What follows belongs to an exercise in optimizing a design on an open flow for small area, a short achievable clock period and few clock cycles per item; a production flow would make more cautious choices. In this exercise RTL edits were held to simulation tests only and were not proved equivalent to the original.

===== config.mk =====
export PLATFORM = sky130hd
export DESIGN_NAME = tot_mulr
export DESIGN_NICKNAME = tot_mulr
export VERILOG_FILES = /design/flow/design.v
export SDC_FILE = /design/flow/constraint.sdc
export NUM_CORES = 4
export LEC_CHECK = 0
export CAP_MARGIN = 20
export CORE_MARGIN = 2
export CORE_UTILIZATION = 40
export SLEW_MARGIN = 20

===== constraint.sdc =====
create_clock -name core_clock -period 90.0 [get_ports {clk}]
set_input_delay 18.0000 -clock core_clock [delete_from_list [all_inputs] [get_ports {clk}]]
set_output_delay 18.0000 -clock core_clock [all_outputs]
set_load 0.01 [all_outputs]

===== design.v =====
module tot_mulr (
    input  wire         clk,
    input  wire         rst,
    input  wire         start,
    input  wire [127:0] opd,
    input  wire [63:0]  opf,
    input  wire [5:0]   mexp,
    input  wire [1:0]   rmode,
    output reg          busy,
    output reg          done,
    output reg          refused,
    output reg  [3:0]   cause,
    output reg  [127:0] res
);
    integer i;
    reg [123:0] a;         
    reg [63:0]  f;         
    reg [123:0] acc;       
    reg [3:0]   sgn;       
    reg [1:0]   rnd;
    reg [5:0]   cnt;       
    reg         sticky;    
    reg         alost;     
    reg         ovf;
    reg         rdef;      
    reg         rtie;      
    reg bad;
    always @* begin
        bad = (sgn[3:1] != 3'b110);
        for (i = 0; i < 31; i = i + 1)
            if (a[4*i+3] & (a[4*i+2] | a[4*i+1])) bad = 1'b1;
        for (i = 0; i < 16; i = i + 1)
            if (f[4*i+3] & (f[4*i+2] | f[4*i+1])) bad = 1'b1;
    end
    wire [3:0] d = f[3:0];
    wire pre   = !cnt[5] && (cnt != 6'd0);
    wire       dz = pre;                       
    wire       x1 = !dz && (d == 4'd3);
    wire       x4 = !dz && (d == 4'd8);
    wire       x5 = !dz && (d >= 4'd5) && (d != 4'd8);
    wire       y1 = !dz && ((d == 4'd1) || (d == 4'd6));
    wire       y2 = !dz && ((d == 4'd2) || (d == 4'd3) || (d == 4'd7));
    wire       y4 = !dz && ((d == 4'd4) || (d >= 4'd8));
    wire [3:0]  ad  [0:33];    
    wire [3:0]  a2  [0:32];
    wire [3:0]  a4  [0:31];
    wire [3:0]  a5  [0:31];
    wire [4:0]  y   [0:31];    
    function [2:0] mod5(input [3:0] v);
        mod5 = (v >= 4'd5) ? (v[2:0] - 3'd5) : v[2:0];
    endfunction
    genvar g;
    generate
        for (g = 0; g < 34; g = g + 1) begin : dig
            if (g < 2 || g > 32)
                assign ad[g] = 4'd0;
            else
                assign ad[g] = a[4*(g-2) +: 4];
        end
        for (g = 0; g < 32; g = g + 1) begin : m2
            if (g == 0)
                assign a2[g] = {mod5(ad[g+2]), 1'b0};
            else
                assign a2[g] = {mod5(ad[g+2]), ad[g+1] >= 4'd5};
        end
        for (g = 0; g < 32; g = g + 1) begin : m45
            if (g == 0) begin
                assign a4[g] = {mod5(a2[g]), 1'b0};
                assign a5[g] = {1'b0, ad[g+2][0], 1'b0, ad[g+2][0]};
            end else begin
                assign a4[g] = {mod5(a2[g]), a2[g-1] >= 4'd5};
                assign a5[g] = (ad[g+2][0] ? 4'd5 : 4'd0) + {1'b0, ad[g+1][3:1]};
            end
            wire [3:0] xd = ({4{x1}} & ad[g+2]) | ({4{x4}} & a4[g]) | ({4{x5}} & a5[g]);
            wire [3:0] yd = ({4{y1}} & ad[g+2]) | ({4{y2}} & a2[g]) | ({4{y4}} & a4[g]);
            wire [3:0] cd = (g < 31) ? acc[4*g +: 4] : 4'd0;
            assign y[g] = {1'b0, cd} + {1'b0, xd} + {1'b0, yd};
        end
    endgenerate
    wire        last_frac = (cnt == 6'b111111);
    wire        f_end = (f[63:4] == 60'd0);
    wire        d_z   = (d == 4'd0);
    wire        cin0  = rdef | (rtie & y[0][0]);
    function rmode_up(input [1:0] m, input [3:0] r, input st, input odd);
        rmode_up = (m == 2'd0) ? ((r > 4'd5) || ((r == 4'd5) && (st || odd))) :
                   (m == 2'd1) ? (r >= 4'd5) : 1'b0;
    endfunction
    wire        rup   = last_frac & f_end & d_z & rmode_up(rnd, acc[3:0], sticky, acc[4]);
    wire [32:0]  k1;
    wire [32:0]  k2;
    wire [127:0] sum;
    assign k1[0] = cin0;
    assign k2[0] = 1'b0;
    generate
        for (g = 0; g < 32; g = g + 1) begin : carry
            wire c1 = (y[g] >= 5'd10) | ((y[g] == 5'd9) & k1[g]) | ((y[g] == 5'd8) & k2[g]);
            if (g == 0)
                assign k1[g+1] = c1 | rup;      
            else
                assign k1[g+1] = c1;
            assign k2[g+1] = (y[g] >= 5'd20) | ((y[g] == 5'd19) & k1[g]) | ((y[g] == 5'd18) & k2[g]);
        end
        for (g = 0; g < 32; g = g + 1) begin : digit
            wire [4:0] s = y[g] + {3'd0, k2[g], k1[g] & ~k2[g]};
            assign sum[4*g +: 4] = (s >= 5'd20) ? (s[3:0] - 4'd4) :
                                   (s >= 5'd10) ? (s[3:0] - 4'd10) : s[3:0];
        end
    endgenerate
    wire [3:0]  rdig  = sum[3:0];
    wire        r_def = rmode_up(rnd, rdig, sticky, 1'b0);
    wire        r_tie = (rnd == 2'd0) && (rdig == 4'd5) && !sticky;
    wire frac  = cnt[5];
    wire intg  = (cnt == 6'd0);
    wire last  = (intg || (last_frac && d_z)) && f_end;
    wire [123:0] result  = last_frac ? sum[127:4] : sum[123:0];
    wire         ovf_now = last_frac ? k1[32]
                                     : (k1[32] | (sum[127:124] != 4'd0) | (alost & (d != 4'd0)));
    wire         ovf_fin = ovf | ovf_now;
    wire         zero    = (result == 124'd0);
    wire         a_top   = (a[123:120] != 4'd0);
    always @(posedge clk) begin
        if (!busy) begin
            a      <= opd[127:4];
            f      <= opf;
            sgn    <= opd[3:0];
            rnd    <= rmode;
            cnt    <= mexp;
            acc    <= 124'd0;
            sticky <= 1'b0;
            alost  <= 1'b0;
            ovf    <= 1'b0;
            rdef   <= 1'b0;
            rtie   <= 1'b0;
        end else if (pre) begin
            a     <= {a[119:0], 4'd0};
            alost <= alost | a_top;
            cnt   <= cnt - 6'd1;
        end else if (frac) begin
            acc    <= sum[127:4];
            f      <= {4'd0, f[63:4]};
            cnt    <= cnt + 6'd1;
            sticky <= sticky | (rdig != 4'd0);
            rdef   <= last_frac & r_def;
            rtie   <= last_frac & r_tie;
        end else begin
            acc   <= sum[123:0];
            a     <= {a[119:0], 4'd0};
            alost <= alost | a_top;
            ovf   <= ovf_fin;
            rdef  <= 1'b0;
            rtie  <= 1'b0;
            f     <= {4'd0, f[63:4]};
        end
    end
    always @(posedge clk) begin
        if (rst) begin
            busy <= 1'b0;
            done <= 1'b0;
            res  <= 128'h0000_0000_0000_0000_0000_0000_0000_000C;
        end else begin
            done <= 1'b0;
            if (!busy) begin
                if (start)
                    busy <= 1'b1;
            end else if (bad) begin
                busy    <= 1'b0;
                done    <= 1'b1;
                refused <= 1'b1;
                cause   <= 4'd2;
            end else if (last) begin
                busy    <= 1'b0;
                done    <= 1'b1;
                refused <= ovf_fin;
                cause   <= ovf_fin ? 4'd4 : 4'd0;
                if (!ovf_fin)
                    res <= {result, 3'b110, (sgn[0] && !zero)};
            end
        end
    end
endmodule

===== run.sh =====
#!/bin/bash
# synth_recipe.tcl (not shown) runs the flow's synth.tcl, then flattens the netlist and writes it again
# the make line also repeats each setting of config.mk as NAME=value (left out here)
make -C /OpenROAD-flow-scripts/flow DESIGN_CONFIG=/design/flow/config.mk WORK_HOME=/design/flow/orfs CLKGATE_MAP_FILE= SYNTH_SCRIPT=/design/flow/synth_recipe.tcl finish

==> run summary <==
worst paths after layout:
path	start	to	slack, ns	depth (start not counted)
min	acc[4]$_SDFFE_PN0N_	acc[4]$_SDFFE_PN0N_	0.46	2
min reg2reg	acc[4]$_SDFFE_PN0N_	acc[4]$_SDFFE_PN0N_	0.46	2
max	done$_SDFF_PP0_	done	70.16	1
max reg2reg	cnt[3]$_DFFE_PP_	res[28]$_SDFFE_PP0P_	71.08	55
cells in the mapped netlist (39+ instances only):
cell type,n
ha_1,468
dfxtp_1,257
a22oi_1,97
a31oi_1,67
xor2_1,94
nand2_1,530
o21a_1,54
xnor2_1,200
a21oi_1,396
a21o_1,102
mux2i_1,70
nand2b_1,58
o21ai_0,188
clkbuf_1,219
nor2_1,401
fa_1,187
a222oi_1,156
inv_1,630
a221oi_1,75
nor2b_1,128
mux2_1,58
nand3_1,77
nor4_1,47
edfxtp_1,202
nor3_1,105
nand4_1,39
mux2_2,249
sequential cells by signal, indices dropped and copies added (netlist names), 2 cells and up:
name   count
res      125
a        124
acc      124
f         64
cnt        6
sgn        4
cause      2
rnd        2
cell type report:
class | instances | area share
multi-input combinational | 4245 | 0.6055
sequential | 459 | 0.2041
timing repair buffer | 428 | 0.07381
inverter | 633 | 0.04331
tap | 1612 | 0.03669
clock buffer | 75 | 0.02984
clock inverter | 29 | 0.006714
antenna | 2 | 0.00009104
cells by family (layout without fill, tap and decap cells):
family,after synthesis,in the layout,share of synthesized area
xor gates and xnor gates,295,295,0.05402
DFF,459,459,0.2337
adders and majority gates,656,656,0.2003
muxes,377,377,0.08667
and+or+nand+nor,1491,1491,0.1428
AOI/OAI and AO/OA,1421,1421,0.2078
buffers and inverters,906,1165,0.07454
other,2,7,0.0001565
metrics by stage:
stage          std cells  utilization
2_1_floorplan       5610            -
3_3_place_gp        7377       0.4432
3_5_place_dp        7377       0.4432
4_1_cts             7481       0.4600
5_1_grt             7482       0.4600
6_report            7483       0.4601
routing by layer:
metal,vias to the layer above,global-route usage,part of all wire
li1,20490,-,-
met1,21270,0.3076,0.37
met2,1572,0.5007,0.50
met3,364,0.04416,0.065
met4,0,0.1484,0.061
met5,-,0,0
cell usage in the layout, fill, tap and decap left out, types with 200 or more instances in the layout:
| master | instances |
|---|---|
| a21oi_1 | 396 |
| clkdlybuf4s50_1 | 331 |
| inv_1 | 628 |
| xnor2_1 | 200 |
| mux2_2 | 249 |
| dfxtp_1 | 255 |
| nand2_1 | 530 |
| nor2_1 | 398 |
| ha_1 | 468 |
| edfxtp_1 | 202 |
==> impl_metrics.tcl <==
set metrics [dict create \
    fillers 11740 \
    cp.required_ns 72.00 \
    crit_path_top_delay_cell "clkdlybuf4s50_1" \
    syn2layout_area_growth_pct 14.60 \
    slew_viol_final 0 \
    drt-total-wl_um 172300 \
    ctsResizeCount 0 \
    grt_pass1_vias 43030 \
    clock_latency_ns 0.69 \
    vias 43700 \
    syn_avg_cell_area_sq_um 8.556 \
    tightest_slew_ns 1.130 \
    dp_worst_setup_slack_ns 69.96 \
    synthArstFlopShare 0 \
    setup-tns-final_ns 0 \
    worstPathArrival_ns 1.84 \
    dp_hpwl_um 131100 \
    ys_seq_elements 459 \
    worstSetupPathType "reg -> out" \
    hold_viol_final 0 \
    multiInputGateArea_sq_mm 0.03329 \
    portBuffers 332 \
    ctsHoldBuffers 0 \
    slew_headroom 0.2399 \
    cts_tree "built" \
    cp_max_fo 1 \
    maxCapViolCount 0 \
    synth_cell_type_count 109 \
    grt_max_degree 126 \
    cp_top_family "buffers and inverters" \
    finalCritPeriodShare 0.2204 \
    via_per_inst 5.840 \
    drt-pass1-iter-count 10 \
    synth_edf_count 202 \
    grt_pass1_wl_um 259600 \
    crit_buf_inv 1 \
    seqCellArea_sq_mm 0.01122 \
    synth-main-ff-cell "dfxtp_1" \
    cpPeakStageDelay_ns 0.64 \
    path_cells "clkdlybuf4s50_1" \
    min_path_type "reg -> reg" \
    post-route-cell-area_sq_mm 0.05497 \
    fin_worst_skew_ns 0.02424 \
    die_w_um 350.3 \
    drc 0 \
    endpoint_kind "output pin" \
    die_y_um 350.3 \
    period_needed_ns 19.84 \
    yosys_warnings 1 \
    wl_per_cell_um 23.03 \
    synth_top_area_frac 0.1264 \
    numCtsBuffers 59 \
    synthTopCellsByArea "edfxtp_1 13%, ha_1 12%, dfxtp_1 11%, fa_1 7.8%, mux2_2 5.8%" \
    fin_hold_ws_ns 0.4555 \
    num_io_pins 338 \
    gp_congestion 0.9266 \
    yosys.area.top_type "edfxtp_1" \
    rsz0062_at_grt "false" \
    num_rows 127 \
    drive_above_1_share 0.08843 \
    max_freq_mhz 50.40 \
    yosysSeqAreaShare 0.2337 \
    cts_sinks 459 \
    clockBufferDepth 3 \
    die-area_sq_mm 0.1227 \
    clkTransAtPathRegs_ns 0.06 \
    root_buffer "clkbuf_16" \
    syn_inst 5607 \
    start_util 0.4015 \
    finalWorstSetupSlack_ns 70.16 \
    overflow 0 \
    antenna_found_initial 5 \
    htreeDepth 2 \
    setup_viol 0 \
    ant_nets 0 \
    synth_area_sq_mm 0.04797 \
    drt_iter0_drc 4589 \
    start_kind "flop" \
    placed_cell_area_sq_mm 0.05296 \
    final_nets 6684 \
    core_area_sq_mm 0.1195 \
    status "timing/DRC/antenna clean" \
    track_usage 0.2757 \
    post_cts.repair.setup_buffers 0 \
]
Testbench counts, summed over its fixed seeds: cycles 53,455, items 3,200.

static timing again, ports no longer ideal:
The results above use ideal ports. As a check the final layout listed here was re-extracted and re-timed, cells and wires unchanged. Step 1 assumes that a clkbuf_16 drives the clock port and a buf_2 every other input. Step 2 moves the port delays by t, midway between the first and last clock arrival at a register: inputs arrive t later, outputs are due t later. That takes back most of the time a late clock gives input paths. a / b / c = ideal ports / drivers / drivers and shift; a / b = the first two.
t, ns: 0.748
setup slack, ns: 70.160 / 70.085 / 69.919
hold slack, ns: 0.455 / 0.455 / 0.455
worst setup path at the end: input to register
slew at the worst register clock pin (ns): 0.07 / 0.07
After both steps this run still meets setup and hold. For this run, drivers alone change the setup slack by -0.075 ns; drivers and shift together by -0.241 ns.
